Source: an optimization exercise on an open RTL-to-GDS flow (aim: small area, a short achievable clock period and few clock cycles per item). Production flows keep margins and buffers that such runs may drop. No activity file was given, so power comes from the tool's default toggle rates.

## pack_enc
module pack_enc (
    input  wire        clk,
    input  wire        rst,
    input  wire        in_valid,
    output wire        in_ready,
    input  wire [15:0] in_pix,      
    input  wire [15:0] in_up,       
    input  wire        in_first,    
    input  wire        in_last,     
    input  wire        in_noprev,   
    input  wire        in_eos,      
    output wire        out_valid,
    input  wire        out_ready,
    output wire [31:0] out_data,
    output wire        out_last
);
export LEC_CHECK = 0
export CAP_MARGIN = 20
export CORE_MARGIN = 2
export CORE_UTILIZATION = 40
export SLEW_MARGIN = 20
create_clock -name core_clock -period 16.0 [get_ports {clk}]
standard.sh (not shown) runs the stock make flow with config.mk's settings and CLKGATE_MAP_FILE= SYNTH_SCRIPT=/design/flow/synth_recipe.tcl, a recipe that flattens the netlist after the stock synthesis.
==> flow/flow/run.sh <==
#!/bin/bash
# The standard layout, with faster port buffers, larger clock sink clusters and no dummy clock loads.
set -euo pipefail
export BUFFER_PORTS_ARGS="-buffer_cell sky130_fd_sc_hd__buf_4"
export CTS_ARGS="-sink_clustering_enable -repair_clock_nets -dont_use_dummy_load -sink_clustering_size 28 -sink_clustering_max_diameter 80"
bash standard.sh > standard.log 2>&1
The first run passed the timing, DRC and antenna checks.
Rerun with:
--- a/flow/design.v
+++ b/flow/design.v
@@ -6,39 +6,40 @@
     input  wire [15:0] in_pix,      
     input  wire [15:0] in_up,       
     input  wire        in_first,    
     input  wire        in_last,     
     input  wire        in_noprev,   
     input  wire        in_eos,      
     output wire        out_valid,
     input  wire        out_ready,
     output wire [31:0] out_data,
     output wire        out_last
 );
     localparam N  = 67;            
-    localparam DQ = 4;             
+    localparam DQ = 3;             
     integer i;
     reg rst_r;
     always @(posedge clk)
         rst_r <= rst;
     reg        rdy_r;               
     reg        full_r;              
     reg [15:0] p0_D;                
     reg        p0_cga, p0_cla;      
     reg        p0v;
     reg [15:0] p0_A, p0_B, p0_Ap, p0_Bp;
     reg        p0_f, p0_n;          
     reg        p0_l, p0_e;          
     reg [5:0]  acnt;                
     wire        take = in_valid & ~full_r;
+    wire [16:0] dAB  = {1'b0, p0_A} - {1'b0, p0_B};   
     wire        p0_be = p0_l | (acnt == 6'd63);      
     wire        p0_se = p0_l & p0_e;                 
     wire        gt_ab = p0_Ap > p0_B;
     wire        hi    = p0_cga & (p0_Bp >= p0_B);    
     wire        lo    = p0_cla & (p0_Bp <= p0_B);    
     wire        med_a = hi ? ~gt_ab : (lo &  gt_ab);
     wire        med_b = hi ?  gt_ab : (lo & ~gt_ab);
     wire        sel_0 = p0_n & p0_f;                     
     wire        sel_a = p0_n ? ~p0_f : (~p0_f & med_a);  
     wire        sel_b = ~p0_n & (p0_f | med_b);          
     wire [15:0] r_a = p0_A - p0_Ap;
     wire [15:0] r_b = p0_A - p0_B;
@@ -116,27 +117,27 @@
             q_se <= p1_se;
         end
         if (p0_mv) begin
             p1_r  <= r;
             p1_be <= p0_be;
             p1_se <= p0_se;
         end
         if (take) begin
             p0_A  <= in_pix;
             p0_B  <= in_up;
             p0_Ap <= p0_A;
             p0_Bp <= p0_B;
-            p0_D  <= p0_A - p0_B;
-            p0_cga <= p0_B >= p0_A;
-            p0_cla <= p0_B <= p0_A;
+            p0_D  <= dAB[15:0];
+            p0_cga <= dAB[16] | (dAB[15:0] == 16'd0);
+            p0_cla <= ~dAB[16];
             p0_f  <= in_first;
             p0_n  <= in_noprev;
             p0_l  <= in_last;
             p0_e  <= in_eos;
         end
         np <= wr ? 7'd0 : ((np == N - 1) ? 7'd0 : np + 7'd1);
         a_r <= wr | (np == N - 1);
         if (nlive_rd == 7'd0)
             hp <= 7'd0;
         else if (!rd)
             hp <= (hp == N - 1) ? 7'd0 : hp + 7'd1;
         if (push) begin
@@ -172,27 +173,27 @@
             rdp_r <= ~z_n & hp_last & dnz_n;
             room_r <= room_n;
             qv    <= qv_n;
             if (p0_mv)
                 acnt <= p0_be ? 6'd0 : acnt + 6'd1;
             nlive <= nlive_n;
             if (wr)
                 wcnt <= w_be ? 6'd0 : wcnt + 6'd1;
             if (rd)
                 rcnt <= rlast ? 6'd0 : rcnt + 6'd1;
             dcnt <= dcnt_n;
             if (push)
-                dwp <= dwp + 2'd1;
+                dwp <= (dwp == 2'd2) ? 2'd0 : dwp + 2'd1;
             if (pop)
-                drp <= drp + 2'd1;
+                drp <= (drp == 2'd2) ? 2'd0 : drp + 2'd1;
         end
         if (rst) begin
             rdy_r  <= 1'b0;
             full_r <= 1'b1;
         end
     end
     function [5:0] clen;
         input [15:0] v;
         input [3:0]  k;
         reg   [15:0] q;
         begin
             q = v >> k;
@@ -259,25 +260,25 @@
             s_v  <= 1'b0;
             sclr <= 1'b1;
             am0  <= 1'b0;
             am1  <= 1'b0;
             kwp  <= 2'd0;
         end else begin
             s_v <= wr;
             if (s_v)
                 sclr <= s_be;
             am0 <= s_v & s_be;
             am1 <= am0;
             if (am1)
-                kwp <= kwp + 2'd1;
+                kwp <= (kwp == 2'd2) ? 2'd0 : kwp + 2'd1;
         end
     end
     reg        e1v, e1_esc, e1_f, e1_l;
     reg [4:0]  e1_q;
     reg [15:0] e1_m;
     reg [3:0]  e1_k;
     wire [15:0] hq   = head >> h_k;
     wire        hesc = (|hq[15:5]) | (hq[4] & hq[3]);
     reg        e2v, e2_l;
     reg [43:0] e2_item;
     reg [5:0]  e2_len;
     wire [4:0]  sh    = e1_esc ? 5'd24 : e1_q + 5'd1;
What happened:
- clock power barely changes
- routed wire length rises slightly
- worst setup slack gets worse by 330 ps
- fmax falls by a few percent
- via count rises slightly
- clock skew rises by 4.8 ps
- design area falls slightly
- register-to-register slack gets better by 200 ps
- global-route usage stays flat
- sequential power falls slightly
- utilization barely changes
No run of this note included a check of the RTL's function; only the layout flow was run.

what the ideal ports hide:
No port has a modelled driver above. Below, the same layouts with a new extraction and two added sets of constraints.
Step 1: set_driving_cell puts a clkbuf_16 on clk and a buf_2 on each other input, an assumption about the parent block.
Step 2 moves the port delays by t, midway between the first and last clock arrival at a register: inputs arrive t later, outputs are due t later. That takes back most of the time a late clock gives input paths.
Three values: no drivers, after step 1, after step 2; two values: the first two.
run	shift t [ns]	slack for setup (ns)	hold slack, ns	cell pins on the clock port's net
the first run	0.754	11.453 / 11.378 / 10.971	0.263 / 0.263 / 0.263	1
the second run	0.767	11.122 / 11.179 / 10.412	0.271 / 0.271 / 0.271	1
After both steps setup and hold are still met in every run listed. The setup slack of the second run, which loses most, moves by +0.057 ns with the drivers and by -0.710 ns with both steps.
